Background: an optimization exercise with open tools, aiming at small area, a short achievable clock period and few clock cycles per item. Do not read the settings as production practice.
The RTL was checked by simulation tests, not by an equivalence proof against the original design.

==> flow/design.v <==
module sm3_round (
    input  wire         hi,       
    input  wire [31:0]  tj,       
    input  wire [255:0] st_in,    
    input  wire [31:0]  w,        
    input  wire [31:0]  wp,       
    output wire [255:0] st_out
);
    wire [31:0] a = st_in[255:224];
    wire [31:0] b = st_in[223:192];
    wire [31:0] c = st_in[191:160];
    wire [31:0] d = st_in[159:128];
    wire [31:0] e = st_in[127:96];
    wire [31:0] f = st_in[95:64];
    wire [31:0] g = st_in[63:32];
    wire [31:0] h = st_in[31:0];
    wire [31:0] a12  = {a[19:0], a[31:20]};
    wire [31:0] s0s  = a12 ^ e ^ tj;
    wire [31:0] s0c  = {(a12[30:0] & e[30:0]) | (a12[30:0] & tj[30:0]) | (e[30:0] & tj[30:0]), 1'b0};
    wire [31:0] sum1 = s0s + s0c;
    wire [31:0] ss1  = {sum1[24:0], sum1[31:25]};
    wire [31:0] ss2  = ss1 ^ a12;
    wire [31:0] ff   = hi ? ((a & b) | (a & c) | (b & c)) : (a ^ b ^ c);
    wire [31:0] gg   = hi ? ((e & f) | (~e & g)) : (e ^ f ^ g);
    wire [31:0] p1s  = ff ^ d ^ wp;
    wire [31:0] p1c  = {(ff[30:0] & d[30:0]) | (ff[30:0] & wp[30:0]) | (d[30:0] & wp[30:0]), 1'b0};
    wire [31:0] q1s  = p1s ^ p1c ^ ss2;
    wire [31:0] q1c  = {(p1s[30:0] & p1c[30:0]) | (p1s[30:0] & ss2[30:0]) | (p1c[30:0] & ss2[30:0]), 1'b0};
    wire [31:0] tt1  = q1s + q1c;
    wire [31:0] p2s  = gg ^ h ^ w;
    wire [31:0] p2c  = {(gg[30:0] & h[30:0]) | (gg[30:0] & w[30:0]) | (h[30:0] & w[30:0]), 1'b0};
    wire [31:0] q2s  = p2s ^ p2c ^ ss1;
    wire [31:0] q2c  = {(p2s[30:0] & p2c[30:0]) | (p2s[30:0] & ss1[30:0]) | (p2c[30:0] & ss1[30:0]), 1'b0};
    wire [31:0] tt2  = q2s + q2c;
    wire [31:0] p0   = tt2 ^ {tt2[22:0], tt2[31:23]} ^ {tt2[14:0], tt2[31:15]};
    assign st_out = {tt1, a, {b[22:0], b[31:23]}, c,
                     p0,  e, {f[12:0], f[31:13]}, g};
endmodule
module sm3_wexp (
    input  wire [511:0] win,      
    output wire [31:0]  w_next
);
    wire [31:0] w0  = win[511:480];
    wire [31:0] w3  = win[415:384];
    wire [31:0] w7  = win[287:256];
    wire [31:0] w10 = win[191:160];
    wire [31:0] w13 = win[95:64];
    wire [31:0] x   = w0 ^ w7 ^ {w13[16:0], w13[31:17]};
    wire [31:0] p1  = x ^ {x[16:0], x[31:17]} ^ {x[8:0], x[31:9]};
    assign w_next = p1 ^ {w3[24:0], w3[31:25]} ^ w10;
endmodule
module xr_extend (
    input  wire         clk,
    input  wire         rst,       
    input  wire         start,
    input  wire [255:0] xr_in,     
    input  wire [255:0] d_in,      
    output wire         ready,
    output reg          done,
    output wire [255:0] xr_out     
);
    localparam [255:0] IV  = 256'h7380166F_4914B2B9_172442D7_DA8A0600_A96F30BC_163138AA_E38DEE4D_B0FB0E4E;
    localparam [31:0]  T0  = 32'h79CC4519;
    localparam [31:0]  T16 = 32'h9D8A7A87;    
    reg [6:0]   c;         
    reg         va;        
    reg         vb;        
    reg [255:0] sa;        
    reg [511:0] win;       
    reg [255:0] sb;        
    reg [255:0] ring;      
    reg         ha, hb;    
    reg [31:0]  ta, tb;    
    wire c64 = (c == 7'd64);
    wire c63 = (c == 7'd63);
    assign ready = c64;
    localparam [127:0] PW63 = 128'h000000000000000154A7BE1889208000;
    localparam [127:0] PW62 = 128'h00000000000000005291629220000000;
    localparam [127:0] PW61 = 128'h000000000000000069DB31BAD9200000;
    localparam [127:0] PW60 = 128'h00000000000000001640129860040000;
    localparam [127:0] PW59 = 128'h000000000000000075E5689600A00000;
    localparam [127:0] PW58 = 128'h00000000000000001421120008200000;
    localparam [127:0] PW57 = 128'h0000000000000000251BAD9600000000;
    localparam [127:0] PW56 = 128'h000000000000000049AA020020820000;
    localparam [127:0] PW55 = 128'h00000000000000005C1A634B00000000;
    localparam [127:0] PW54 = 128'h000000000000000041A3229A28A08000;
    localparam [127:0] PW53 = 128'h000000000000000073EF391834100000;
    localparam [127:0] PW52 = 128'h00000000000000002048629A08A00000;
    localparam [127:0] PW51 = 128'h00000000000000003A34700400800000;
    localparam [127:0] PW50 = 128'h00000000000000003E29828E00200000;
    localparam [127:0] PW49 = 128'h00000000000000003691834500000000;
    localparam [127:0] PW48 = 128'h00000000000000000421800A08000000;
    localparam [127:0] PW47 = 128'h00000000000000004702420020020000;
    localparam [127:0] PW46 = 128'h0000000000000000438F661048248000;
    localparam [127:0] PW45 = 128'h00000000000000001893DA9A81800000;
    localparam [127:0] PW44 = 128'h00000000000000001A09041069240000;
    localparam [127:0] PW43 = 128'h00000000000000003C4CE20028A00000;
    localparam [127:0] PW42 = 128'h00000000000000007621348240200000;
    localparam [127:0] PW41 = 128'h000000000000000020787E1444904000;
    localparam [127:0] PW40 = 128'h00000000000000000201069240000000;
    localparam [127:0] PW39 = 128'h00000000000000001C9752D304120000;
    localparam [127:0] PW38 = 128'h000000000000000048D96F0A10000000;
    localparam [127:0] PW37 = 128'h00000000000000005FC3D45120900000;
    localparam [127:0] PW36 = 128'h00000000000000001E69E69620800000;
    localparam [127:0] PW35 = 128'h00000000000000002C4DF04120800000;
    localparam [127:0] PW34 = 128'h000000000000000010F8810408200000;
    localparam [127:0] PW33 = 128'h00000000000000003045120D00000000;
    localparam [127:0] PW32 = 128'h000000000000000056A8E40040800000;
    localparam [127:0] PW31 = 128'h000000000000000179EDC5F901B28800;
    localparam [127:0] PW30 = 128'h000000000000000027B874BB02000000;
    localparam [127:0] PW29 = 128'h00000000000000006F4682A174B20000;
    localparam [127:0] PW28 = 128'h0000000000000000772413B1E6044000;
    localparam [127:0] PW27 = 128'h00000000000000005ABB3E1F60AA0000;
    localparam [127:0] PW26 = 128'h00000000000000002D63032008A20000;
    localparam [127:0] PW25 = 128'h0000000000000000274A174F60000000;
    localparam [127:0] PW24 = 128'h00000000000000000D30A220228A2000;
    localparam [127:0] PW23 = 128'h000000000000000009DBC57FB0000000;
    localparam [127:0] PW22 = 128'h000000000000000065B910B38A2A8800;
    localparam [127:0] PW21 = 128'h00000000000000004CD1CA89B7510000;
    localparam [127:0] PW20 = 128'h00000000000000002A4CE4B3A82A0000;
    localparam [127:0] PW19 = 128'h00000000000000002197370440880000;
    localparam [127:0] PW18 = 128'h000000000000000035CB1AA6E0220000;
    localparam [127:0] PW17 = 128'h00000000000000006DF89B7150000000;
    localparam [127:0] PW16 = 128'h00000000000000004463980AA8800000;
    localparam [127:0] PW15 = 128'h00000000000000007372662022022000;
    localparam [127:0] PW14 = 128'h000000000000000047B790714CA6C800;
    localparam [127:0] PW13 = 128'h0000000000000000211AE73329980000;
    localparam [127:0] PW12 = 128'h000000000000000013A994516FB64000;
    localparam [127:0] PW11 = 128'h000000000000000037882C202A2A0000;
    localparam [127:0] PW10 = 128'h0000000000000000714327CA64220000;
    localparam [127:0] PW9 = 128'h0000000000000000127FF9F500D94400;
    localparam [127:0] PW8 = 128'h0000000000000000222116FB64000000;
    localparam [127:0] PW7 = 128'h00000000000000007D5E27FE34532000;
    localparam [127:0] PW6 = 128'h00000000000000000C54F9FAB1000000;
    localparam [127:0] PW5 = 128'h0000000000000000023FE91432990000;
    localparam [127:0] PW4 = 128'h0000000000000000578F78FF42880000;
    localparam [127:0] PW3 = 128'h00000000000000001E892F4532880000;
    localparam [127:0] PW2 = 128'h000000000000000051F7091448A20000;
    localparam [127:0] PW1 = 128'h00000000000000005341432DD0000000;
    localparam [127:0] PW0 = 128'h00000000000000003BC26A4044880000;
    wire [63:0] pw = {PW63[c], PW62[c], PW61[c], PW60[c], PW59[c], PW58[c], PW57[c], PW56[c], PW55[c], PW54[c], PW53[c], PW52[c], PW51[c], PW50[c], PW49[c], PW48[c], PW47[c], PW46[c], PW45[c], PW44[c], PW43[c], PW42[c], PW41[c], PW40[c], PW39[c], PW38[c], PW37[c], PW36[c], PW35[c], PW34[c], PW33[c], PW32[c], PW31[c], PW30[c], PW29[c], PW28[c], PW27[c], PW26[c], PW25[c], PW24[c], PW23[c], PW22[c], PW21[c], PW20[c], PW19[c], PW18[c], PW17[c], PW16[c], PW15[c], PW14[c], PW13[c], PW12[c], PW11[c], PW10[c], PW9[c], PW8[c], PW7[c], PW6[c], PW5[c], PW4[c], PW3[c], PW2[c], PW1[c], PW0[c]};
    wire [31:0]  w_next;
    wire [255:0] sa_next;
    sm3_wexp u_wexp (
        .win    (win),
        .w_next (w_next)
    );
    sm3_round u_round_a (
        .hi     (ha),
        .tj     (ta),
        .st_in  (sa),
        .w      (win[511:480]),
        .wp     (win[511:480] ^ win[383:352]),
        .st_out (sa_next)
    );
    wire [255:0] sb_next;
    sm3_round u_round_b (
        .hi     (hb),
        .tj     (tb),
        .st_in  (sb),
        .w      (pw[63:32]),
        .wp     (pw[31:0]),
        .st_out (sb_next)
    );
    wire catch = c64 | (c < 7'd3);
    wire fold  = (c == 7'd60) | (c == 7'd61) | (c == 7'd62);
    wire [31:0] r0 = ring[255:224], r1 = ring[223:192], r2 = ring[191:160], r3 = ring[159:128];
    wire [31:0] l0 = ring[127:96],  l1 = ring[95:64],   l2 = ring[63:32],   l3 = ring[31:0];
    assign xr_out = {r3 ^ sb[255:224], r2, r1[22:0], r1[31:23], r0[22:0], r0[31:23],
                     l3 ^ sb[127:96],  l2, l1[12:0], l1[31:13], l0[12:0], l0[31:13]};
    always @(posedge clk) begin
        sa  <= c64 ? IV : sa_next;
        win <= c64 ? {xr_in, d_in} : {win[479:0], w_next};
        sb  <= c63 ? (sa_next ^ IV) : sb_next;
        ring[255:192] <= ring[223:160];
        ring[191:160] <= ring[159:128] ^ (fold ? sb[255:224] : 32'd0);
        ring[159:128] <= catch ? {sb[136:128], sb[159:137]} : ring[255:224];
        ring[127:64]  <= ring[95:32];
        ring[63:32]   <= ring[31:0] ^ (fold ? sb[127:96] : 32'd0);
        ring[31:0]    <= catch ? {sb[18:0], sb[31:19]} : ring[127:96];
        ta <= c64 ? T0 : (c == 7'd15) ? T16 : {ta[30:0], ta[31]};
        ha <= c64 ? 1'b0 : (c == 7'd15) ? 1'b1 : ha;
        tb <= c63 ? T0 : (c == 7'd14) ? T16 : {tb[30:0], tb[31]};
        hb <= c63 ? 1'b0 : (c == 7'd14) ? 1'b1 : hb;
    end
    always @(posedge clk) begin
        if (rst) begin
            c    <= 7'd64;
            va   <= 1'b0;
            vb   <= 1'b0;
            done <= 1'b0;
        end else begin
            c    <= c64 ? 7'd0 : c + 7'd1;
            if (c64) va <= start;
            if (c63) vb <= va;
            done <= vb & (c == 7'd62);
        end
    end
endmodule
==> flow/flow/run.sh <==
#!/bin/bash
# The standard layout (the standard.sh) with three changes:
#  - synthesis maps the logic with the ABC script in flow/abc_speed.script
#    (classic delay-driven `map` on a choice network) instead of ORFS's; the
#    rest of synthesis, and so every register, is the standard one;
#  - ports are buffered with the smallest buffer (buf_1);
#  - clock tree synthesis inserts no dummy loads and builds the tree from
#    clkbuf_4 / clkbuf_8 cells.
set -euo pipefail
here=$PWD
rm -rf "$here/scripts"
cp -r "$FLOW_HOME/scripts" "$here/scripts"
cp "$here/flow/abc_speed.script" "$here/scripts/abc_speed.script"
SCRIPTS_DIR="$here/scripts" bash standard.sh synth > synth.log 2>&1
export BUFFER_PORTS_ARGS="-buffer_cell sky130_fd_sc_hd__buf_1"
export CTS_ARGS="-sink_clustering_enable -repair_clock_nets -dont_use_dummy_load -buf_list {sky130_fd_sc_hd__clkbuf_4 sky130_fd_sc_hd__clkbuf_8}"
bash standard.sh finish > standard.log 2>&1
==> flow/flow/abc_speed.script <==
strash
dch -f
map -D 1000
topo
buffer -p
upsize
dnsize
==> flow/standard.sh <==
#!/bin/bash
# synth_recipe.tcl (not shown) runs the flow's synth.tcl, then flattens the netlist and writes it again
# the make line also repeats each setting of config.mk as NAME=value (left out here)
make -C /OpenROAD-flow-scripts/flow DESIGN_CONFIG=/design/flow/config.mk WORK_HOME=/design/flow/orfs CLKGATE_MAP_FILE= SYNTH_SCRIPT=/design/flow/synth_recipe.tcl "${@:-finish}"
==> flow/config.mk <==
export PLATFORM = sky130hd
export DESIGN_NAME = xr_extend
export DESIGN_NICKNAME = xr_extend
export VERILOG_FILES = /design/flow/design.v
export SDC_FILE = /design/flow/constraint.sdc
export NUM_CORES = 4
export LEC_CHECK = 0
export CAP_MARGIN = 20
export CORE_MARGIN = 2
export CORE_UTILIZATION = 40
export PLACE_DENSITY = 0.6
export SETUP_SLACK_MARGIN = 4.0
export SLEW_MARGIN = 20
==> flow/constraint.sdc <==
create_clock -name core_clock -period 9.0 [get_ports {clk}]
set_input_delay 1.8000 -clock core_clock [delete_from_list [all_inputs] [get_ports {clk}]]
set_output_delay 1.8000 -clock core_clock [all_outputs]
set_load 0.01 [all_outputs]
==> flow_summary.ini, run 1 <==
[final_layout]
fin_nets = 11140
stdcell_area_um2 = 91920
final_cells = 12400
final_core_util_pct = 52.08
drive_above_1_share_pct = 22.18
areaGrowthSynthToFinish_pct = 29.01
final_common_cell = nand2_1
layout_common_cells = 2067 x nand2_1, 1254 x dfxtp_1, 884 x inv_1

[placement]
pre_cts_ws_ns = 1.966
dp_hpwl_mm = 307.1
routabilityCongestion = 1.072
portBuffers = 772
placed_cells = 11780
placed_cell_area_um2 = 76720

[clock_network]
cts_buffers = 229
root_buffer = clkbuf_8
cts_tree = yes
clk_pin_slew_ns = 0.06
cts.sinks = 1356
clkLatencyLatePin_ns = 1.02
cts_hold_buf = 0
htreeDepth = 4
clk_path_buf_depth = 3

[die]
ios = 773
start_util_pct = 40.37
fp.dieH_um = 426.0
core-area_um2 = 176500
fp.dieW_um = 426.0
dieArea_um2 = 181500
rows = 154

[worst_setup_path]
crit_arrival_ns = 6.28
slowest_stage = fa_1
worstPathMaxFanout = 5
criticalPathCategory = reg2reg
max_stage_delay_ns = 0.55
required_ns = 9.83
crit_buf_inv = 4
crit_family = adder cells
end_kind = register
start_kind = register

[synth]
synth-adder-area-share_pct = 14.20
synth-compound-area-share_pct = 11.34
netlist_area_um2 = 71250
yosys_warnings = 1
synthCells = 8855
syn_nets = 9953
yosysUniqueCellTypes = 83
synth-simple-area-share_pct = 20.68
synthMuxAreaShare_pct = 2.434
syn_area_per_cell_um2 = 8.046
synthFlopType = dfxtp_1
ys_ff_latch = 1356
synth-xor-area-share_pct = 6.382
synth_top_family_by_area = simple AND/OR/NAND/NOR gates
yosysSeqAreaShare_pct = 38.10
synth_edf_count = 0
synthArstFlopShare_pct = 0

[sta]
setup-violations-final = 0
layout_setup_ws_ns = 3.547
max_slew_margin_pct = 28.19
skew_ns = 0.1583
worst_pin_slew_ns = 1.077
fmax_ghz = 0.1834
hold_ws_ns = 0.3121
fin_setup_tns_ns = 0
finalMaxSlewViolations = 0
min_period_over_period_pct = 60.59
final.min_clock_period_ns = 5.453
rsz0062_at_grt = true
hold_viol = 0

[route]
first_pass_iters = 6
drtIter0Drc = 6994
final_antenna_net_count = 0
vias_per_cell = 5.549
vias = 68810
drc_errors = 0
wl_per_cell_um = 30.62
routed_wl_mm = 379.6

[grt]
antenna_found_initial = 28
grt_pass1_vias = 65950
use_met3_pct = 8.226
top_usage_layer = met2
grt_use_met2_pct = 62.16
grt_max_degree = 219
grt_pass1_wl_mm = 508.2
grtUsageTotal_pct = 40.32
grt_use_met1_pct = 49.40
grt_overflow = 0

[job]
cap_violations = 0

[worst_hold_path]
hp-class = reg2reg

[outcome]
outcome = timing/DRC/antenna clean
-- cell type report --
type                    instances  area [um^2]
diodes                         20        50.05
clock buffers                 229         3152
fillers                     17110        84580
inverters                     955         3696
multi-input cells            6250        47520
flip-flops and latches       1356        27420
well taps                    2340         2928
repair buffers               1249         7148
-- per-layer routing --
layer,part of all wire (%),up-vias
met3,8.4,1021
met2,44,3868
met1,38,33250
met4,9.3,8
li1,-,30660
met5,0.014,-
-- cell usage after synthesis, types with 12 or more instances --
cell	number	share of area, %
buf_2	151	1.1
o221ai_1	13	0.16
xnor2_1	182	2.2
o211ai_1	34	0.36
o21ai_1	35	0.25
or2_2	82	0.72
nand2_1	2289	12
nor2_1	647	3.4
dfxtp_1	1356	38
fa_1	376	11
a221oi_1	12	0.15
mux2i_1	63	0.89
a21oi_2	13	0.16
mux2_2	97	1.5
o22ai_1	17	0.15
a21o_1	21	0.22
a21oi_1	558	3.9
xor2_1	265	3.3
o21ai_0	540	3.8
nor4_1	12	0.11
nor3_1	48	0.34
clkbuf_1	134	0.71
nand3b_1	28	0.30
ha_1	207	3.6
a211oi_1	18	0.19
xnor3_1	27	0.85
o2111ai_1	17	0.21
nand4_1	95	0.83
a31oi_1	29	0.25
nand3_1	350	2.5
inv_1	942	5.0
o31ai_1	17	0.18
-- state kept, by name, summed over array words and instances, names as in the netlist --
name	cells
win	512
ring	256
sa	256
sb	256
ta	32
tb	32
c	7
done	1
ha	1
hb	1
va	1
vb	1
-- repair_timing --
action,CTS,global route
buffers inserted,252,114
pin swaps,325,289
resized for setup,1443,592
setup endpoints to repair,123,114
-- worst paths after layout --
kind | cells after the start | slack, ns | start | endpoint
worst max-delay path | 27 | 3.55 | sa[251] | sb[125]
worst min-delay path | 0 | 0.31 | ring[35] | ring[67]
worst max register to register | 27 | 3.55 | sa[251] | sb[125]
worst min register to register | 0 | 0.31 | ring[35] | ring[67]
-- cells by family after synthesis --
family          count (synthesis)
simple gates                 3600
compound gates               1431
flops                        1356
buf+inv                      1249
fa+ha+maj                     583
xor+xnor                      475
mux                           161
Testbench counts, summed over its fixed seeds: cycles 12,992, items 192.
==> run 2, diff against run 1 <==
--- a/flow/config.mk
+++ b/flow/config.mk
@@ -10,4 +10,4 @@
 export CORE_UTILIZATION = 40
 export PLACE_DENSITY = 0.6
-export SETUP_SLACK_MARGIN = 4.0
+export SETUP_SLACK_MARGIN = 5.0
 export SLEW_MARGIN = 20
==> run 2 against run 1 <==
Compared with the run above:
- utilization decreased by 0.86 points
- critical path depth decreased by 4
- fmax decreased by 1.5%
- clock skew is 0.028 ns higher
- highest routed layer unchanged
==> flow_summary.ini, run 2 <==
[final_layout]
ff_latch_area_um2 = 27430
layout_common_cells = 2095 x nand2_1, 1239 x dfxtp_1, 892 x inv_1
fillers = 17170
largest_reg_flops = 512
final_common_cell = nand2_1
fin_nets = 11060
areaGrowthSynthToFinish_pct = 26.88
multi_input_area_um2 = 46680
drive_above_1_share_pct = 20.47
top_register = win
final_core_util_pct = 51.22

[worst_setup_path]
start_kind = register
worstPathMaxFanout = 6
required_ns = 9.81
criticalPathCategory = reg2reg
crit_arrival_ns = 6.34
end_kind = register

[sta]
layout_setup_ws_ns = 3.464
setup-violations-final = 0
skew_ns = 0.1860
fin_setup_tns_ns = 0
rsz0062_at_grt = true
max_slew_margin_pct = 19.97
fmax_ghz = 0.1806
finalMaxSlewViolations = 0
final.min_clock_period_ns = 5.536
worst_pin_slew_ns = 1.188
min_period_over_period_pct = 61.51
hold_viol = 0

[job]
cap_violations = 0

[synth]
synthCells = 8855
synth_edf_count = 0
synth_top_area_cell = dfxtp_1
synth_area_leaders = dfxtp_1 38%, nand2_1 12%, fa_1 11%
ys_ff_latch = 1356
synth_most_common_cell = nand2_1
yosys_warnings = 1
synth_top_area_share_pct = 38.10
synthFlopType = dfxtp_1
netlist_area_um2 = 71250
syn_nets = 9953
ys_top_cells_by_count = 2289 x nand2_1, 1356 x dfxtp_1, 942 x inv_1
syn_area_per_cell_um2 = 8.046
synthArstFlopShare_pct = 0
yosysSeqAreaShare_pct = 38.10
yosysUniqueCellTypes = 83

[grt]
antenna_found_initial = 37
grtUsageTotal_pct = 40.96
grt_max_degree = 182
grt_pass1_wl_mm = 515.2
grt_pass1_vias = 66350
grt_overflow = 0

[placement]
routabilityCongestion = 1.082
portBuffers = 772
pre_cts_ws_ns = 2.257
dp_hpwl_mm = 312.5

[clock_network]
clk_path_buf_depth = 3
cts.sinks = 1356
cts_tree = yes
clkLatencyLatePin_ns = 1.07
clk_pin_slew_ns = 0.06
htreeDepth = 4
cts_hold_buf = 0
cts_buffers = 228
root_buffer = clkbuf_8

[die]
start_util_pct = 40.37
dieArea_um2 = 181500
rows = 154
fp.dieW_um = 426.0
ios = 773
core-area_um2 = 176500
fp.dieH_um = 426.0

[route]
routed_wl_mm = 382.3
drtIter0Drc = 6849
vias = 68360
wl_per_cell_um = 31.02
final_antenna_net_count = 0
first_pass_iters = 8
drc_errors = 0
vias_per_cell = 5.548

[worst_hold_path]
hp-class = reg2reg

[outcome]
outcome = timing/DRC/antenna clean
run 2: stage by stage:
stage / hold slack (ns) / std cells / cell area, um^2
detailed placement: 0.3342 / 11760 / 77950
global route: 0.3054 / 12300 / 90360
floorplan: 0.3817 / 8855 / 72710
finish: 0.2918 / 12320 / 90400
global placement: 0.3325 / 11760 / 77950
CTS: 0.3034 / 12200 / 87950
run 2: logic make-up (layout without fill, tap and decap cells):
logic type / count (synthesis) / after routing / share of synthesized area, %
multiplexers: 161 / 161 / 2.434
flip-flops: 1356 / 1356 / 38.10
AND/OR/NAND/NOR: 3600 / 3601 / 20.68
AO/OA/AOI/OAI: 1431 / 1431 / 11.34
adder cells (fa/ha/maj): 583 / 583 / 14.20
other: 0 / 21 / 0
XOR/XNOR: 475 / 475 / 6.382
buffers and inverters: 1249 / 2354 / 6.859
run 2: cell type report:
class,count,area share [%]
inverter,955,4.072
timing repair buffer,1169,7.160
sequential,1356,30.34
multi-input combinational,6251,51.64
tap,2340,3.239
clock buffer,228,3.471
antenna,21,0.05813
timing repair inverter,2,0.01938
run 2: worst paths after layout:
kind / start / slack (ns) / depth (start not counted) / to
setup / recovery: sb[245] / 3.46 / 23 / sb[105]
hold / removal: ring[209] / 0.29 / 0 / ring[241]
setup reg to reg: sb[245] / 3.46 / 23 / sb[105]
hold reg to reg: ring[209] / 0.29 / 0 / ring[241]
run 2: worst max-delay path: stages (launching register included):
cell	delay, ns
dfxtp_4	0.40
fa_1	0.53
ha_2	0.19
inv_2	0.04
fa_2	0.36
o21ai_4	0.19
a21oi_2	0.09
o21ai_2	0.13
buf_6	0.13
nand4_1	0.08
o211ai_1	0.14
nand3_1	0.12
nand4_1	0.22
xor2_4	0.34
fa_1	0.51
ha_4	0.35
nand4_1	0.14
inv_1	0.19
nand4_1	0.27
o211ai_4	0.25
a21oi_2	0.11
nand2_1	0.15
nand4_1	0.11
a31o_2	0.25
run 2: timing repair:
item                       4_1_cts  5_1_grt
setup endpoints to repair      425      135
pin swaps                      239      217
buffers inserted               210      101
gates cloned                     4        0
gates resized for setup       1094      357
run 2: metal layers:
layer	GRT usage, %	vias up	wire [um]
li1	-	30530	-
met1	50.06	33220	147500
met2	64.08	3621	169600
met3	7.823	966	29930
met4	30.69	22	35160
met5	0	-	150
==> run 3, diff against run 2 <==
--- a/flow/config.mk
+++ b/flow/config.mk
@@ -10,4 +10,4 @@
 export CORE_UTILIZATION = 40
 export PLACE_DENSITY = 0.6
-export SETUP_SLACK_MARGIN = 5.0
+export SETUP_SLACK_MARGIN = 3.0
 export SLEW_MARGIN = 20
==> run 3 against run 2 <==
Compared with the run above:
- flip-flop and latch count unchanged
- clock skew is 0.029 ns lower
- utilization down 4.7 points
- global-route usage fell by 1.5 points
- register-to-register slack worse by 0.42 ns
- first-iteration DRC count is 0.99% higher
- synthesized area unchanged
- worst hold slack gained 0.025 ns
- setup slack got worse by 0.42 ns
- critical path type unchanged
==> flow_summary.ini, run 3 <==
[outcome]
outcome = timing/DRC/antenna clean

[final_layout]
fin_nets = 10810
final_common_cell = nand2_1
final_cells = 12060
fillers = 17990
stdcell_area_um2 = 82070
largest_reg_flops = 512
final_core_util_pct = 46.50
drive_above_1_share_pct = 10.22
top_register = win
areaGrowthSynthToFinish_pct = 15.19
layout_common_cells = 2264 x nand2_1, 1290 x dfxtp_1, 934 x inv_1

[worst_hold_path]
hp-class = reg2reg

[clock_network]
clkLatencyLatePin_ns = 1.01
htreeDepth = 4
cts.sinks = 1356
cts_buffers = 229
cts_tree = yes
cts_hold_buf = 0
clk_pin_slew_ns = 0.06
root_buffer = clkbuf_8
clk_path_buf_depth = 3

[route]
routed_wl_mm = 368.5
drtIter0Drc = 6917
first_pass_iters = 6
vias_per_cell = 5.494
final_antenna_net_count = 0
drc_errors = 0
vias = 66250
wl_per_cell_um = 30.56

[synth]
syn_area_per_cell_um2 = 8.046
yosysUniqueCellTypes = 83
synth_edf_count = 0
ys_ff_latch = 1356
yosysSeqAreaShare_pct = 38.10
synth_top_area_cell = dfxtp_1
synth_top_area_share_pct = 38.10
ys_top_cells_by_count = 2289 x nand2_1, 1356 x dfxtp_1, 942 x inv_1
syn_nets = 9953
synthFlopType = dfxtp_1
synthArstFlopShare_pct = 0
netlist_area_um2 = 71250
yosys_warnings = 1
synth_most_common_cell = nand2_1
synth_area_leaders = dfxtp_1 38%, nand2_1 12%, fa_1 11%
synthCells = 8855

[placement]
placed_cells = 11780
portBuffers = 772
routabilityCongestion = 1.072
dp_hpwl_mm = 307.1
pre_cts_ws_ns = 1.966
placed_cell_area_um2 = 76720

[sta]
finalMaxSlewViolations = 0
hold_ws_ns = 0.3166
fmax_ghz = 0.1679
setup-violations-final = 0
rsz0062_at_grt = true
max_slew_margin_pct = 25.95
layout_setup_ws_ns = 3.044
hold_viol = 0
final.min_clock_period_ns = 5.956
fin_setup_tns_ns = 0
min_period_over_period_pct = 66.18
skew_ns = 0.1567
worst_pin_slew_ns = 1.101

[die]
ios = 773
dieArea_um2 = 181500
core-area_um2 = 176500
start_util_pct = 40.37
fp.dieW_um = 426.0
rows = 154
fp.dieH_um = 426.0

[worst_setup_path]
required_ns = 9.87
end_kind = register
max_stage_delay_ns = 0.67
crit_arrival_ns = 6.83
path_cells = buf_4, clkinvlp_4, buf_4, buf_4, ha_1, inv_1, nand2_1, o211ai_1, a31oi_1, fa_1, inv_1, fa_1, inv_1, ha_2, nand2_1, nor4_2, nand3_2, o211ai_4, nand2_1, nand3_1, and2_1, nand3_1, nand3_1, nand2_1
worstPathMaxFanout = 15
start_kind = register
criticalPathCategory = reg2reg
slowest_stage = o211ai_1
cpMostUsedCell = nand2_1

[grt]
grt_overflow = 0
grt_pass1_vias = 63880
antenna_found_initial = 30
grt_pass1_wl_mm = 496.3
grt_max_degree = 219
grtUsageTotal_pct = 39.46

[job]
cap_violations = 0
[run 3: timing repair]
item                       CTS  global route
resized for setup          201           252
pin swaps                   13            27
setup buffers               10            23
setup endpoints to repair   85            93
hold endpoints to repair     0             0
[run 3: layer usage]
metal | vias to the layer above | track usage (%) | part of all wire (%)
met5 | - | 0 | 0.045
met4 | 16 | 28.07 | 8.7
met3 | 908 | 7.541 | 7.7
met2 | 3337 | 61.49 | 44
met1 | 32010 | 48.99 | 39
li1 | 29980 | - | -
[run 3: kinds of logic after synthesis]
| group | after synthesis | share of synthesized area, % |
|---|---|---|
| buf+inv | 1249 | 6.859 |
| simple gates | 3600 | 20.68 |
| flops | 1356 | 38.10 |
| compound gates | 1431 | 11.34 |
| fa+ha+maj | 583 | 14.20 |
| xor+xnor | 475 | 6.382 |
| mux | 161 | 2.434 |
[run 3: layout make-up]
class | count | area (um^2) | area share [%]
inverter | 955 | 3627 | 4.420
tap | 2340 | 2928 | 3.567
timing repair buffer | 916 | 4065 | 4.953
multi-input combinational | 6250 | 41030 | 49.99
clock buffer | 229 | 3152 | 3.840
antenna | 14 | 35.03 | 0.04269
sequential | 1356 | 27240 | 33.19
[run 3: critical path, delay by kind of cell, from the launching register on]
family | cells | cell delay (ns)
AOI/OAI and AO/OA | 3 | 1.17
adders and majority gates | 4 | 1.77
buffers and inverters | 7 | 1.02
DFF | 1 | 0.31
and+or+nand+nor | 10 | 1.68
[run 3: worst paths after layout]
| path | startpoint | endpoint | slack (ns) | depth (start not counted) |
|---|---|---|---|---|
| setup / recovery | c[1] | sb[127] | 3.04 | 24 |
| hold / removal | ring[210] | ring[242] | 0.32 | 0 |
| setup reg to reg | c[1] | sb[127] | 3.04 | 24 |
| hold reg to reg | ring[210] | ring[242] | 0.32 | 0 |
==> run 4, diff against run 3 <==
--- a/flow/config.mk
+++ b/flow/config.mk
@@ -10,4 +10,5 @@
 export CORE_UTILIZATION = 40
 export PLACE_DENSITY = 0.6
-export SETUP_SLACK_MARGIN = 3.0
+export SETUP_SLACK_MARGIN = 4.0
 export SLEW_MARGIN = 20
+export TNS_END_PERCENT = 0
==> run 4 against run 3 <==
Compared with the run above:
- fmax up 7.3%
- register-to-register slack better by 0.40 ns
- count of clock-buffer cells in the layout unchanged
- utilization up 1.6 points
- flip-flop and latch count unchanged
==> flow_summary.ini, run 4 <==
[worst_setup_path]
crit_arrival_ns = 6.31
start_kind = register
criticalPathCategory = reg2reg
r2r_end = sb[116]
worstPathMaxFanout = 30
required_ns = 9.76
r2r_start = c[2]
reg2reg_depth = 21
end_kind = register
reg2reg_slack_ns = 3.45

[synth]
synthCells = 8855
ys_top_cells_by_count = 2289 x nand2_1, 1356 x dfxtp_1, 942 x inv_1
synthFlopType = dfxtp_1
netlist_area_um2 = 71250
yosysUniqueCellTypes = 83
synth_most_common_cell = nand2_1
synthArstFlopShare_pct = 0
ys_ff_latch = 1356
yosys_warnings = 1
syn_area_per_cell_um2 = 8.046
yosysSeqAreaShare_pct = 38.10
synth_area_leaders = dfxtp_1 38%, nand2_1 12%, fa_1 11%
synth_top_area_share_pct = 38.10
synth_edf_count = 0
syn_nets = 9953
synth_top_area_cell = dfxtp_1

[clock_network]
clk_pin_slew_ns = 0.06
cts_tree = yes
htreeDepth = 4
root_buffer = clkbuf_8
clkLatencyLatePin_ns = 1.02
cts.sinks = 1356
clk_path_buf_depth = 3
cts_buffers = 229
cts_hold_buf = 0

[final_layout]
fin_nets = 10880
final_common_cell = nand2_1
fillers = 17740
areaGrowthSynthToFinish_pct = 19.12
top_register = win
largest_reg_flops = 512
layout_common_cells = 2231 x nand2_1, 1268 x dfxtp_1, 923 x inv_1
drive_above_1_share_pct = 13.82

[sta]
setup-violations-final = 0
hold_viol = 0
rsz0062_at_grt = true
worst_pin_slew_ns = 1.084
skew_ns = 0.1600
fin_setup_tns_ns = 0
fmax_ghz = 0.1801
max_slew_margin_pct = 27.24
min_period_over_period_pct = 61.70
final.min_clock_period_ns = 5.553
layout_setup_ws_ns = 3.447
finalMaxSlewViolations = 0

[grt]
antenna_found_initial = 25
grt_pass1_vias = 64770
grtUsageTotal_pct = 39.82
grt_pass1_wl_mm = 501.2
grt_overflow = 0
grt_max_degree = 219

[job]
cap_violations = 0

[die]
fp.dieH_um = 426.0
rows = 154
fp.dieW_um = 426.0
start_util_pct = 40.37
dieArea_um2 = 181500
core-area_um2 = 176500
ios = 773

[placement]
pre_cts_ws_ns = 1.966
portBuffers = 772
dp_hpwl_mm = 307.1
routabilityCongestion = 1.072

[route]
drtIter0Drc = 6979
vias = 66930
first_pass_iters = 7
vias_per_cell = 5.515
routed_wl_mm = 371.4
drc_errors = 0
final_antenna_net_count = 0
wl_per_cell_um = 30.60

[worst_hold_path]
hold_depth = 0
hp-start = ring[35]
worst_hold_path.endpoint = ring[67]
hp-class = reg2reg

[outcome]
outcome = timing/DRC/antenna clean
==> run 4: worst max-delay path by stage <==
stage / start / slack [ns] / endpoint
final: c[2] / 3.45 / sb[116]
after global routing: sb[103] / 3.31 / sb[111]
after CTS: sb[245] / 3.63 / sb[115]
after detailed placement: c[4] / 1.97 / sb[100]
after global placement: c[4] / 1.74 / sb[100]
after floorplan: c[0] / 4.04 / sb[116]
==> run 4: through the flow <==
step,cell area [um^2],hold slack (ns),util (%),instances
CTS,84430,0.3143,47.84,12110
floorplan,71250,0.3817,-,8855
global placement,76710,0.3316,43.46,11780
finish,84870,0.3146,48.08,12140
detailed placement,76720,0.3337,43.47,11780
global route,84830,0.3179,48.06,12120
==> run 4: logic make-up (layout without fill, tap and decap cells) <==
group                    Yosys count  in the layout  synth area share, %
adder cells (fa/ha/maj)          583            583                14.20
other                              0             15                    0
multiplexers                     161            161                2.434
AND/OR/NAND/NOR                 3600           3600                20.68
XOR/XNOR                         475            475                6.382
AO/OA/AOI/OAI                   1431           1431                11.34
flip-flops                      1356           1356                38.10
buffers and inverters           1249           2176                6.859
==> run 4: metal layers <==
| layer | track usage [%] | routed length [um] | vias to the layer above |
|---|---|---|---|
| met5 | 0 | 69 | - |
| met4 | 29.16 | 32960 | 10 |
| met3 | 7.687 | 29750 | 908 |
| met2 | 61.90 | 163600 | 3504 |
| met1 | 49.21 | 144900 | 32380 |
| li1 | - | - | 30130 |
==> run 4: timing repair <==
item	4_1_cts	5_1_grt
pin swaps	127	32
gates resized for setup	857	81
buffers inserted	101	8
setup endpoints to repair	123	122
==> run 4: layout make-up <==
| type | instances | area [um^2] | area share, % |
|---|---|---|---|
| multi-input cells | 6250 | 43030 | 50.70 |
| clock buffers | 229 | 3152 | 3.714 |
| well taps | 2340 | 2928 | 3.450 |
| diodes | 15 | 37.54 | 0.04423 |
| inverters | 955 | 3646 | 4.296 |
| repair buffers | 992 | 4746 | 5.592 |
| flip-flops and latches | 1356 | 27330 | 32.21 |
==> run 4: critical path: stages (launching register included) <==
cell and delay (ns):
dfxtp_2 0.35, buf_4 0.45, nor2_4 0.16, inv_1 0.36
nand3_1 0.24, o21a_1 0.16, a21oi_1 0.29, a21oi_1 0.14
fa_1 0.52, inv_1 0.05, fa_1 0.49, inv_1 0.04
ha_2 0.51, nand2_2 0.19, o21ai_1 0.35, a21oi_4 0.11
o211ai_4 0.22, buf_12 0.15, or2_4 0.13, buf_4 0.10
a21oi_1 0.05, o31a_1 0.27
==> run 5, diff against run 4 <==
--- a/flow/config.mk
+++ b/flow/config.mk
@@ -10,5 +10,4 @@
 export CORE_UTILIZATION = 40
 export PLACE_DENSITY = 0.6
-export SETUP_SLACK_MARGIN = 4.0
+export SETUP_SLACK_MARGIN = 2.0
 export SLEW_MARGIN = 20
-export TNS_END_PERCENT = 0
==> run 5 against run 4 <==
Compared with the run above:
- still clean
- count of clock-buffer cells in the layout stayed put
- register-to-register slack worse by 1.4 ns
- setup slack worse by 1.4 ns
- wire length is 1.1% lower
==> flow_summary.ini, run 5 <==
[outcome]
outcome = timing/DRC/antenna clean

[sta]
rsz0062_at_grt = true
finalMaxSlewViolations = 0
final.min_clock_period_ns = 6.929
worst_pin_slew_ns = 1.275
hold_viol = 0
skew_ns = 0.1639
fin_setup_tns_ns = 0
min_period_over_period_pct = 76.99
setup-violations-final = 0
max_slew_margin_pct = 15.01
fmax_ghz = 0.1443

[synth]
synthCells = 8855
syn_area_per_cell_um2 = 8.046
synth_area_leaders = dfxtp_1 38%, nand2_1 12%, fa_1 11%
synthMuxAreaShare_pct = 2.434
yosys_warnings = 1
synth-adder-area-share_pct = 14.20
synth-xor-area-share_pct = 6.382
synth_top_area_cell = dfxtp_1
yosysUniqueCellTypes = 83
synth-compound-area-share_pct = 11.34
yosysSeqAreaShare_pct = 38.10
synth_top_family_by_area = simple AND/OR/NAND/NOR gates
synthFlopType = dfxtp_1
netlist_area_um2 = 71250
ys_ff_latch = 1356
synthArstFlopShare_pct = 0
synth_most_common_cell = nand2_1
synth-simple-area-share_pct = 20.68
syn_nets = 9953
synth_top_area_share_pct = 38.10
synth_edf_count = 0
ys_top_cells_by_count = 2289 x nand2_1, 1356 x dfxtp_1, 942 x inv_1

[clock_network]
postCtsSetupRepairBufs = 0
htreeDepth = 4
cts_buffers = 229
root_buffer = clkbuf_8
clk_path_buf_depth = 3
clk_pin_slew_ns = 0.06
cts_hold_buf = 0
cts.sinks = 1356
clkLatencyLatePin_ns = 1.02
cts_tree = yes

[die]
core-area_um2 = 176500
dieArea_um2 = 181500
rows = 154
fp.dieH_um = 426.0
ios = 773
fp.dieW_um = 426.0
start_util_pct = 40.37

[worst_setup_path]
slowest_stage = dfxtp_1
max_stage_delay_ns = 0.72
crit_arrival_ns = 7.76
end_kind = register
required_ns = 9.83
criticalPathCategory = reg2reg
start_kind = register
path_cells = fa_1, ha_1, a21oi_1, o21ai_0, a211oi_1, nand2_1, a31oi_1, xor2_1, fa_1, ha_1, a21oi_1, o21ai_0, nand2_1, o2111ai_1, o21ai_0, nand2_1, o21ai_0, nand3_1, nand2_1
worstPathMaxFanout = 6

[placement]
portBuffers = 772
routabilityCongestion = 1.072
dp_hpwl_mm = 307.1

[grt]
grt_overflow = 0
grt_max_degree = 219
antenna_found_initial = 36
grt_pass1_wl_mm = 495.0
grtUsageTotal_pct = 39.37
grt_pass1_vias = 63630

[final_layout]
fillers = 18180
top_register = win
final_common_cell = nand2_1
layout_common_cells = 2289 x nand2_1, 1350 x dfxtp_1, 942 x inv_1
drive_above_1_share_pct = 6.120
areaGrowthSynthToFinish_pct = 12.19
multi_input_area_um2 = 39270
largest_reg_flops = 512
ff_latch_area_um2 = 27160
fin_nets = 10770

[route]
topRoutingLayerUsed = met5
vias_per_cell = 5.493
first_pass_iters = 7
drtIter0Drc = 7295
drc_errors = 0
final_antenna_net_count = 0
vias = 66070
wl_per_cell_um = 30.55
routed_wl_mm = 367.4
wl_met1_mm = 143.8
dr_wl_met2_mm = 161.9
wl_met3_mm = 30.00

[job]
cap_violations = 0

[worst_hold_path]
hp-class = reg2reg
run 5: cell counts after synthesis:
Identical to the previous run, type by type.
run 5: metrics by stage:
stage / instances / util [%] / area (um^2) / hold slack, ns / setup WS [ns]
final: 12030 / 45.29 / 79930 / 0.3145 / 2.071
after global routing: 12020 / 45.27 / 79900 / 0.3189 / 1.979
after CTS: 12010 / 45.26 / 79880 / 0.3143 / 2.253
after detailed placement: 11780 / 43.47 / 76720 / 0.3337 / 1.966
after global placement: 11780 / 43.46 / 76710 / 0.3316 / 1.743
after floorplan: 8855 / - / 71250 / 0.3817 / 4.045
run 5: cells by family after synthesis:
group           after synthesis
flops                      1356
buf+inv                    1249
simple gates               3600
mux                         161
xor+xnor                    475
fa+ha+maj                   583
compound gates             1431
run 5: final timing paths:
kind / startpoint / end / slack [ns] / cells past startpoint
hold / removal: ring[210] / ring[242] / 0.31 / 0
setup / recovery: sa[100] / sb[110] / 2.07 / 19
hold reg to reg: ring[210] / ring[242] / 0.31 / 0
setup reg to reg: sa[100] / sb[110] / 2.07 / 19
run 5: repair_timing:
| item | CTS | global route |
|---|---|---|
| hold endpoints to repair | 0 | 0 |
| gates resized for setup | 1 | 3 |
| setup endpoints to repair | 3 | 7 |
run 5: final cells by class:
| class | instances | share of cell area, % |
|---|---|---|
| Tap cell | 2340 | 3.663 |
| Antenna cell | 15 | 0.04696 |
| Inverter | 955 | 4.497 |
| Timing Repair Buffer | 883 | 4.746 |
| Multi-Input combinational cell | 6250 | 49.13 |
| Clock buffer | 229 | 3.943 |
| Sequential cell | 1356 | 33.97 |
run 5: critical path: cells and delay by family (launching register included):
kind | cells | cell delay, ns
AOI/OAI and AO/OA | 9 | 2.60
and+or+nand+nor | 5 | 0.90
adders and majority gates | 4 | 1.89
DFF | 1 | 0.72
xor gates and xnor gates | 1 | 0.67
run 5: routing by layer:
| layer | vias up | GRT usage (%) |
|---|---|---|
| li1 | 29920 | - |
| met1 | 31720 | 48.92 |
| met2 | 3514 | 61.26 |
| met3 | 902 | 7.377 |
| met4 | 12 | 28.30 |
| met5 | - | 0 |
==> run 6, diff against run 5 <==
--- a/flow/flow/run.sh
+++ b/flow/flow/run.sh
@@ -6,5 +6,5 @@
 #  - ports are buffered with the smallest buffer (buf_1);
 #  - clock tree synthesis inserts no dummy loads and builds the tree from
-#    clkbuf_4 / clkbuf_8 cells.
+#    clkbuf_8 cells, clustering up to 16 sinks per leaf buffer.
 set -euo pipefail
 here=$PWD
@@ -14,4 +14,4 @@
 SCRIPTS_DIR="$here/scripts" bash standard.sh synth > synth.log 2>&1
 export BUFFER_PORTS_ARGS="-buffer_cell sky130_fd_sc_hd__buf_1"
-export CTS_ARGS="-sink_clustering_enable -repair_clock_nets -dont_use_dummy_load -buf_list {sky130_fd_sc_hd__clkbuf_4 sky130_fd_sc_hd__clkbuf_8}"
+export CTS_ARGS="-sink_clustering_enable -repair_clock_nets -dont_use_dummy_load -buf_list {sky130_fd_sc_hd__clkbuf_8} -sink_clustering_size 16 -sink_clustering_max_diameter 60"
 bash standard.sh finish > standard.log 2>&1
--- a/flow/config.mk
+++ b/flow/config.mk
@@ -10,4 +10,5 @@
 export CORE_UTILIZATION = 40
 export PLACE_DENSITY = 0.6
-export SETUP_SLACK_MARGIN = 2.0
+export SETUP_SLACK_MARGIN = 4.0
 export SLEW_MARGIN = 20
+export TNS_END_PERCENT = 0
==> run 6 against run 5 <==
Compared with the run above:
- flip-flop and latch count unchanged
- synthesized area unchanged
- count of clock-buffer cells in the layout decreased by 95
- synthesized cell count unchanged
- utilization increased by 2.4 points
- worst hold slack got worse by 0.015 ns
- register-to-register slack improved by 1.4 ns
- critical path type unchanged
==> flow_summary.ini, run 6 <==
[outcome]
outcome = timing/DRC/antenna clean

[final_layout]
final_cells = 12050
fin_nets = 10800
final_common_cell = nand2_1
largest_reg_flops = 512
top_register = win
drive_above_1_share_pct = 13.80
areaGrowthSynthToFinish_pct = 18.10
layout_common_cells = 2214 x nand2_1, 1256 x dfxtp_1, 920 x inv_1
fillers = 17840

[sta]
rsz0062_at_grt = true
max_slew_margin_pct = 23.87
layout_setup_ws_ns = 3.456
hold_viol = 0
fmax_ghz = 0.1804
fin_setup_tns_ns = 0
final.min_clock_period_ns = 5.544
setup-violations-final = 0
skew_ns = 0.1405
hold_ws_ns = 0.2992
finalMaxSlewViolations = 0
min_period_over_period_pct = 61.60
worst_pin_slew_ns = 1.134

[grt]
grt_pass1_vias = 63980
antenna_found_initial = 30
grt_overflow = 0
grtUsageTotal_pct = 39.67
grt_max_degree = 219
grt_pass1_wl_mm = 498.1

[synth]
synth_top_area_cell = dfxtp_1
synthArstFlopShare_pct = 0
synthFlopType = dfxtp_1
synth_most_common_cell = nand2_1
synth_edf_count = 0
ys_top_cells_by_count = 2289 x nand2_1, 1356 x dfxtp_1, 942 x inv_1
syn_area_per_cell_um2 = 8.046
syn_nets = 9953
ys_ff_latch = 1356
synth_top_area_share_pct = 38.10
yosysUniqueCellTypes = 83
yosys_warnings = 1
synth_area_leaders = dfxtp_1 38%, nand2_1 12%, fa_1 11%
yosysSeqAreaShare_pct = 38.10
synthCells = 8855
netlist_area_um2 = 71250

[worst_hold_path]
worst_hold_path.endpoint = ring[212]
hp-class = reg2reg
hp-start = ring[180]
hold_depth = 0

[job]
cap_violations = 0

[worst_setup_path]
crit_family = adder cells
r2r_start = c[0]
reg2reg_slack_ns = 3.46
r2r_end = sb[244]
criticalPathCategory = reg2reg
cpMostUsedCell = inv_1
end_kind = register
cp.depth = 20
required_ns = 9.79
start_kind = register
worstPathMaxFanout = 13
crit_arrival_ns = 6.34
path_cells = buf_4, ha_2, nand2_4, nand2_2, inv_1, o21ai_0, o2111ai_1, fa_1, inv_1, fa_1, ha_1, nand2_1, o21ai_0, inv_1, nor2_1, nor2_1, o311ai_1, xor2_1, nand2_1, o31ai_1
crit_buf_inv = 4
reg2reg_depth = 20
max_stage_delay_ns = 0.59
slowest_stage = fa_1

[die]
ios = 773
fp.dieH_um = 426.0
start_util_pct = 40.37
dieArea_um2 = 181500
rows = 154
fp.dieW_um = 426.0
core-area_um2 = 176500

[route]
drtIter0Drc = 6989
routed_wl_mm = 370.1
wl_per_cell_um = 30.70
first_pass_iters = 8
vias_per_cell = 5.499
drc_errors = 0
final_antenna_net_count = 0
vias = 66290

[clock_network]
cts_hold_buf = 0
clk_pin_slew_ns = 0.09
clkLatencyLatePin_ns = 0.99
cts_tree = yes
root_buffer = clkbuf_8
cts.sinks = 1356
cts_buffers = 134
clk_path_buf_depth = 3
htreeDepth = 4

[placement]
dp_hpwl_mm = 307.1
placed_cells = 11780
pre_cts_ws_ns = 1.966
routabilityCongestion = 1.072
portBuffers = 772
run 6: cell types whose count changed in the layout (fill, tap and decap cells not counted), moves of 46 or more:
cell      change
nand2_1      -75
dfxtp_2      +46
dfxtp_1      -94
ha_1        -100
nand2_2      +64
dfxtp_4      +48
a21oi_2      +83
a21oi_1     -111
clkbuf_8     -94
o21ai_0      -54
xor2_1       -52
ha_4         +60
nor2_1       -58
buf_4        +92
run 6: how the worst max path moves through the flow:
| stage | startpoint | to | slack (ns) |
|---|---|---|---|
| floorplan | c[0] | sb[116] | 4.04 |
| global placement | c[4] | sb[100] | 1.74 |
| detailed placement | c[4] | sb[100] | 1.97 |
| CTS | sb[245] | sb[115] | 3.66 |
| global route | sa[111] | sb[127] | 3.42 |
| finish | c[0] | sb[244] | 3.46 |
run 6: through the flow:
stage          util, %  area [um^2]
2_1_floorplan        -        71250
3_3_place_gp     43.46        76710
3_5_place_dp     43.47        76720
4_1_cts          47.04        83020
5_1_grt          47.66        84120
6_report         47.67        84150
run 6: worst register-to-register path, cell delays in order (launching register included):
cell and delay [ns]:
dfxtp_1 0.33, buf_4 0.27, ha_2 0.33, nand2_4 0.15, nand2_2 0.28, inv_1 0.14
o21ai_0 0.49, o2111ai_1 0.37, fa_1 0.59, inv_1 0.05, fa_1 0.45, ha_1 0.42
nand2_1 0.14, o21ai_0 0.36, inv_1 0.15, nor2_1 0.15, nor2_1 0.07, o311ai_1 0.13
xor2_1 0.35, nand2_1 0.11, o31ai_1 0.14
run 6: what timing repair did:
action / 4_1_cts / 5_1_grt
pin swaps: 127 / 79
setup buffers: 91 / 26
resized for setup: 864 / 194
cloned: 0 / 0
endpoints found under the setup margin: 123 / 121
run 6: area by class of cell:
type / instances / area, um^2 / share of cell area, %
Inverter: 955 / 3650 / 4.337
Tap cell: 2340 / 2928 / 3.479
Multi-Input combinational cell: 6250 / 43440 / 51.62
Sequential cell: 1356 / 27390 / 32.56
Clock buffer: 134 / 1844 / 2.192
Timing Repair Buffer: 1000 / 4843 / 5.756
Antenna cell: 19 / 47.55 / 0.05650
run 6: cells by family after synthesis:
group	synth area share, %
and+or+nand+nor	20.68
muxes	2.434
xor gates and xnor gates	6.382
adders and majority gates	14.20
DFF	38.10
buffers and inverters	6.859
AOI/OAI and AO/OA	11.34
run 6: routing by layer:
layer	track usage (%)	wire (um)	vias to the layer above
met1	49.24	145100	32000
met2	61.19	161900	3411
met4	29.75	33790	12
met5	0	76	-
met3	7.512	29200	916
li1	-	-	29950
==> run 7, diff against run 6 <==
==> flow/flow/run.sh (replaced) <==
#!/bin/bash
# The standard layout (the standard.sh) with three changes:
#  - synthesis maps the logic with the ABC script in flow/abc_speed.script
#    (classic delay-driven `map` on a choice network) instead of ORFS's; the
#    rest of synthesis, and so every register, is the standard one;
#  - ports are buffered with the smallest buffer (buf_1);
#  - clock tree synthesis inserts no dummy loads.
set -euo pipefail
here=$PWD
rm -rf "$here/scripts"
cp -r "$FLOW_HOME/scripts" "$here/scripts"
cp "$here/flow/abc_speed.script" "$here/scripts/abc_speed.script"
SCRIPTS_DIR="$here/scripts" bash standard.sh synth > synth.log 2>&1
export BUFFER_PORTS_ARGS="-buffer_cell sky130_fd_sc_hd__buf_1"
export CTS_ARGS="-sink_clustering_enable -repair_clock_nets -dont_use_dummy_load"
bash standard.sh finish > standard.log 2>&1
--- a/flow/config.mk
+++ b/flow/config.mk
@@ -12,3 +12,2 @@
 export SETUP_SLACK_MARGIN = 4.0
 export SLEW_MARGIN = 20
-export TNS_END_PERCENT = 0
==> run 7 against run 6 <==
Compared with the run above:
- sequential share of layout area down 3.0 points
- critical path depth up 7
- die area did not move
- utilization rose by 5.0 points
- first-iteration DRC count up 2.9%
- non-clock buffer count up 262
- critical path type unchanged
- critical endpoint is now sb[104]
- largest cell class unchanged
- highest routed layer unchanged
==> flow_summary.ini, run 7 <==
[synth]
syn_area_per_cell_um2 = 8.046
synthArstFlopShare_pct = 0
yosysSeqAreaShare_pct = 38.10
synthCells = 8855
synth_top_area_share_pct = 38.10
synth_area_leaders = dfxtp_1 38%, nand2_1 12%, fa_1 11%
synth_top_area_cell = dfxtp_1
yosys_warnings = 1
synth_edf_count = 0
yosysUniqueCellTypes = 83
ys_ff_latch = 1356
synth_most_common_cell = nand2_1
ys_top_cells_by_count = 2289 x nand2_1, 1356 x dfxtp_1, 942 x inv_1
syn_nets = 9953
netlist_area_um2 = 71250
synthFlopType = dfxtp_1

[placement]
routabilityCongestion = 1.072
placed_cell_area_um2 = 76720
placed_cells = 11780
portBuffers = 772
dp_hpwl_mm = 307.1
pre_cts_ws_ns = 1.966

[worst_setup_path]
end_kind = register
start_kind = register
required_ns = 9.66
crit_arrival_ns = 6.12
crit_buf_inv = 6
worstPathMaxFanout = 5
max_stage_delay_ns = 0.53
cpMostUsedCell = nand3_1
crit_family = adder cells
criticalPathCategory = reg2reg
slowest_stage = fa_2

[route]
wl_per_cell_um = 30.71
final_antenna_net_count = 0
routed_wl_mm = 378.6
drtIter0Drc = 7192
vias_per_cell = 5.556
first_pass_iters = 6
vias = 68500
drc_errors = 0

[clock_network]
clk_path_buf_depth = 3
cts_hold_buf = 0
root_buffer = clkbuf_16
cts.sinks = 1356
clkLatencyLatePin_ns = 0.84
clk_pin_slew_ns = 0.06
cts_tree = yes
htreeDepth = 4
cts_buffers = 150

[sta]
rsz0062_at_grt = true
worst_pin_slew_ns = 1.120
min_period_over_period_pct = 60.62
final.min_clock_period_ns = 5.456
max_slew_margin_pct = 24.81
layout_setup_ws_ns = 3.544
fin_setup_tns_ns = 0
skew_ns = 0.1229
hold_viol = 0
fmax_ghz = 0.1833
setup-violations-final = 0
finalMaxSlewViolations = 0

[die]
start_util_pct = 40.37
fp.dieH_um = 426.0
rows = 154
ios = 773
core-area_um2 = 176500
dieArea_um2 = 181500
fp.dieW_um = 426.0

[grt]
grt_pass1_wl_mm = 506.4
grt_overflow = 0
grtUsageTotal_pct = 40.18
grt_max_degree = 219
grt_pass1_vias = 65270
antenna_found_initial = 37

[final_layout]
layout_common_cells = 2052 x nand2_1, 1254 x dfxtp_1, 878 x inv_1
fillers = 16920
multi_input_area_um2 = 47740
ff_latch_area_um2 = 27420
top_register = win
stdcell_area_um2 = 92900
fin_nets = 11070
areaGrowthSynthToFinish_pct = 30.39
drive_above_1_share_pct = 22.14
final_common_cell = nand2_1
final_cells = 12330
largest_reg_flops = 512

[job]
cap_violations = 0

[worst_hold_path]
hp-class = reg2reg

[outcome]
outcome = timing/DRC/antenna clean
## run 7: metrics by stage
| step | hold WS (ns) | utilization, % |
|---|---|---|
| 2_1_floorplan | 0.3817 | - |
| 3_3_place_gp | 0.3316 | 43.46 |
| 3_5_place_dp | 0.3337 | 43.47 |
| 4_1_cts | 0.3247 | 50.29 |
| 5_1_grt | 0.3322 | 52.62 |
| 6_report | 0.3277 | 52.64 |
## run 7: layout make-up
type	count	area share, %
inverter	955	3.964
timing repair buffer	1262	7.896
sequential	1356	29.52
antenna	16	0.04310
multi-input combinational	6250	51.39
tap	2340	3.151
clock buffer	150	4.040
## run 7: cells by family (layout without fill, tap and decap cells)
| kind of cell | after synthesis | count (layout) | share of synthesized area (%) |
|---|---|---|---|
| buffers and inverters | 1249 | 2367 | 6.859 |
| AO/OA/AOI/OAI | 1431 | 1431 | 11.34 |
| XOR/XNOR | 475 | 475 | 6.382 |
| adder cells (fa/ha/maj) | 583 | 583 | 14.20 |
| AND/OR/NAND/NOR | 3600 | 3600 | 20.68 |
| other | 0 | 16 | 0 |
| flip-flops | 1356 | 1356 | 38.10 |
| multiplexers | 161 | 161 | 2.434 |
## run 7: routing by layer
metal  up-vias  GRT usage (%)  share of wire, %
li1      30570              -                 -
met1     33250          49.11                38
met2      3632          62.22                44
met3      1033          8.530               8.5
met4        12          30.09               9.4
met5         -              0             0.022
## run 7: path summary, 6_finish.rpt
check / slack, ns / start / cells after the start / endpoint
max: 3.54 / sb[245] / 27 / sb[104]
min: 0.33 / ring[78] / 0 / ring[110]
max reg2reg: 3.54 / sb[245] / 27 / sb[104]
min reg2reg: 0.33 / ring[78] / 0 / ring[110]
## run 7: repair_timing
action | CTS | global route
resized for setup | 1393 | 687
gates cloned | 0 | 0
buffers inserted | 243 | 136
setup endpoints to repair | 123 | 115
pin swaps | 294 | 395
==> run 8, diff against run 7 <==
--- a/flow/flow/run.sh
+++ b/flow/flow/run.sh
@@ -5,5 +5,6 @@
 #    rest of synthesis, and so every register, is the standard one;
 #  - ports are buffered with the smallest buffer (buf_1);
-#  - clock tree synthesis inserts no dummy loads.
+#  - clock tree synthesis inserts no dummy loads and builds the tree from
+#    clkbuf_8 cells, clustering up to 12 sinks per leaf buffer.
 set -euo pipefail
 here=$PWD
@@ -13,4 +14,4 @@
 SCRIPTS_DIR="$here/scripts" bash standard.sh synth > synth.log 2>&1
 export BUFFER_PORTS_ARGS="-buffer_cell sky130_fd_sc_hd__buf_1"
-export CTS_ARGS="-sink_clustering_enable -repair_clock_nets -dont_use_dummy_load"
+export CTS_ARGS="-sink_clustering_enable -repair_clock_nets -dont_use_dummy_load -buf_list {sky130_fd_sc_hd__clkbuf_8} -sink_clustering_size 12 -sink_clustering_max_diameter 60"
 bash standard.sh finish > standard.log 2>&1
--- a/flow/config.mk
+++ b/flow/config.mk
@@ -8,6 +8,7 @@
 export CAP_MARGIN = 20
 export CORE_MARGIN = 2
-export CORE_UTILIZATION = 40
-export PLACE_DENSITY = 0.6
+export CORE_UTILIZATION = 55
+export PLACE_DENSITY = 0.7
 export SETUP_SLACK_MARGIN = 4.0
 export SLEW_MARGIN = 20
+export TNS_END_PERCENT = 0
==> run 8 against run 7 <==
Compared with the run above:
- critical path type unchanged
- wire length down 9.8%
- clock skew up 0.056 ns
- synthesized cell count unchanged
- final cell count down 7.2%
==> flow_summary.ini, run 8 <==
[die]
fp.dieH_um = 363.9
start_util_pct = 55.24
fp.dieW_um = 363.9
ios = 773
dieArea_um2 = 132400
core-area_um2 = 129000
rows = 132

[sta]
finalMaxSlewViolations = 0
final.min_clock_period_ns = 5.562
worst_pin_slew_ns = 1.099
hold_ws_ns = 0.3104
fmax_ghz = 0.1798
hold_viol = 0
max_slew_margin_pct = 25.98
rsz0062_at_grt = true
skew_ns = 0.1791
min_period_over_period_pct = 61.80
setup-violations-final = 0
fin_setup_tns_ns = 0

[outcome]
outcome = timing/DRC/antenna clean

[route]
final_antenna_net_count = 0
drc_errors = 0
topRoutingLayerUsed = met5
wl_met3_mm = 43.32
vias_per_cell = 6.082
dr_wl_met2_mm = 140.0
first_pass_iters = 12
wl_met1_mm = 116.6
drtIter0Drc = 9606
routed_wl_mm = 341.5
vias = 69610
wl_per_cell_um = 29.84

[final_layout]
largest_reg_flops = 512
top_register = win
fin_nets = 10780
areaGrowthSynthToFinish_pct = 15.90
layout_common_cells = 2220 x nand2_1, 1257 x dfxtp_1, 930 x inv_1
drive_above_1_share_pct = 12.30
final_common_cell = nand2_1

[grt]
grt_pass1_wl_mm = 470.4
grt_overflow = 0
grtUsageTotal_pct = 50.30
grt_max_degree = 235
antenna_found_initial = 36
grt_pass1_vias = 66450

[synth]
yosysUniqueCellTypes = 83
ys_ff_latch = 1356
synth_area_leaders = dfxtp_1 38%, nand2_1 12%, fa_1 11%
synth_top_area_share_pct = 38.10
yosys_warnings = 1
synthFlopType = dfxtp_1
syn_nets = 9953
syn_area_per_cell_um2 = 8.046
synthCells = 8855
synthArstFlopShare_pct = 0
synth_edf_count = 0
yosysSeqAreaShare_pct = 38.10
netlist_area_um2 = 71250
ys_top_cells_by_count = 2289 x nand2_1, 1356 x dfxtp_1, 942 x inv_1
synth_top_area_cell = dfxtp_1
synth_most_common_cell = nand2_1

[job]
cap_violations = 0

[clock_network]
cts_buffers = 150
cts_hold_buf = 0
clk_path_buf_depth = 3
clkLatencyLatePin_ns = 1.00
htreeDepth = 4
cts_tree = yes
root_buffer = clkbuf_8
clk_pin_slew_ns = 0.08
cts.sinks = 1356

[worst_setup_path]
reg2reg_depth = 22
criticalPathCategory = reg2reg
crit_arrival_ns = 6.41
required_ns = 9.85
worstPathMaxFanout = 6
start_kind = register
end_kind = register

[worst_hold_path]
hp-class = reg2reg
hold_depth = 0

[placement]
portBuffers = 772
routabilityCongestion = 1.128
dp_hpwl_mm = 274.3
-- run 8: logic make-up (layout without fill, tap and decap cells) --
group / after synthesis / count (layout) / share of synthesized area, %
xor+xnor: 475 / 475 / 6.382
flops: 1356 / 1356 / 38.10
other cells: 0 / 21 / 0
fa+ha+maj: 583 / 583 / 14.20
compound gates: 1431 / 1431 / 11.34
mux: 161 / 161 / 2.434
simple gates: 3600 / 3601 / 20.68
buf+inv: 1249 / 2074 / 6.859
-- run 8: path summary, 6_finish.rpt --
path,end,slack [ns],startpoint
max,sb[112],3.44,sb[249]
min,ring[247],0.31,ring[215]
max reg2reg,sb[112],3.44,sb[249]
min reg2reg,ring[247],0.31,ring[215]
-- run 8: metal layers --
metal / track usage, % / vias to the layer above
met5: 0 / -
met4: 47.68 / 28
li1: - / 29920
met2: 73.42 / 5353
met1: 57.86 / 32640
met3: 16.63 / 1664
-- run 8: layout make-up --
type,instances,area (um^2)
antenna,21,52.55
clock buffer,150,2064
fill,10690,46410
inverter,955,3636
multi-input combinational,6251,42640
sequential,1356,27400
tap,1742,2180
timing repair buffer,968,4592
timing repair inverter,1,8.758
-- run 8: repair_timing --
| action | in CTS | in global routing |
|---|---|---|
| setup endpoints to repair | 227 | 121 |
| resized for setup | 767 | 117 |
| hold endpoints to repair | 0 | 0 |
| pin swaps | 123 | 54 |
| setup buffers | 94 | 24 |
| gates cloned | 2 | 0 |
-- run 8: critical path: stages, from the launching register on --
cell and delay (ns):
dfxtp_1 0.36, buf_12 0.18, fa_1 0.48, ha_4 0.34, nand4_1 0.13, a21oi_2 0.23
nor2_4 0.09, nor2_2 0.14, nor2_4 0.08, o21ai_4 0.27, a21oi_1 0.21, xnor2_2 0.47
fa_1 0.51, ha_2 0.42, nand2_1 0.10, nor3_1 0.27, inv_1 0.11, o31ai_2 0.38
a31o_2 0.19, nand3_1 0.13, nand3b_1 0.15, nand3_1 0.08, nand2_1 0.08
-- run 8: metrics by stage --
step	std cells	setup WS [ns]	instance area, um^2	util, %
CTS	11400	3.676	81780	63.40
global placement	11150	2.185	75660	58.65
global route	11430	3.263	82550	63.99
detailed placement	11150	2.399	75660	58.66
floorplan	8855	4.045	71250	-
finish	11440	3.438	82580	64.02

==> port drivers added, routing unchanged <==
The results above use ideal ports. As a check the final layouts listed here were re-extracted and re-timed, cells and wires unchanged. Step 1 (the two cells are an assumption about what drives the block):
set clk [get_ports {clk}]
set_driving_cell -lib_cell sky130_fd_sc_hd__clkbuf_16 $clk
set_driving_cell -lib_cell sky130_fd_sc_hd__buf_2 [delete_from_list [all_inputs] $clk]
Step 2 times the ports against the registers' clock, not the clock port: input delays grow and output delays shrink by t, the midpoint of the rising clock arrivals with the driver on. a / b / c = ideal ports / drivers / drivers and shift; a / b = the first two.
run | t (ns) | slack for setup (ns) | worst setup path at the end | worst register clock-pin slew, ns | worst data-port slew with drivers (ns)
run 1 | 1.042 | 3.547 / 3.547 / 3.547 | register to register | 0.07 / 0.07 | 0.13
run 2 | 1.075 | 3.464 / 3.464 / 3.464 | register to register | 0.07 / 0.07 | 0.10
run 3 | 1.038 | 3.044 / 3.044 / 3.044 | register to register | 0.07 / 0.07 | 0.13
run 4 | 1.038 | 3.447 / 3.447 / 3.447 | register to register | 0.07 / 0.07 | 0.13
run 5 | 1.038 | 2.071 / 2.071 / 2.071 | register to register | 0.06 / 0.06 | 0.13
run 6 | 1.015 | 3.456 / 3.456 / 3.456 | register to register | 0.11 / 0.11 | 0.13
run 7 | 0.879 | 3.544 / 3.544 / 3.544 | register to register | 0.06 / 0.06 | 0.13
run 8 | 0.996 | 3.438 / 3.438 / 3.438 | register to register | 0.09 / 0.09 | 0.10
After both steps setup and hold are still met in every run listed.
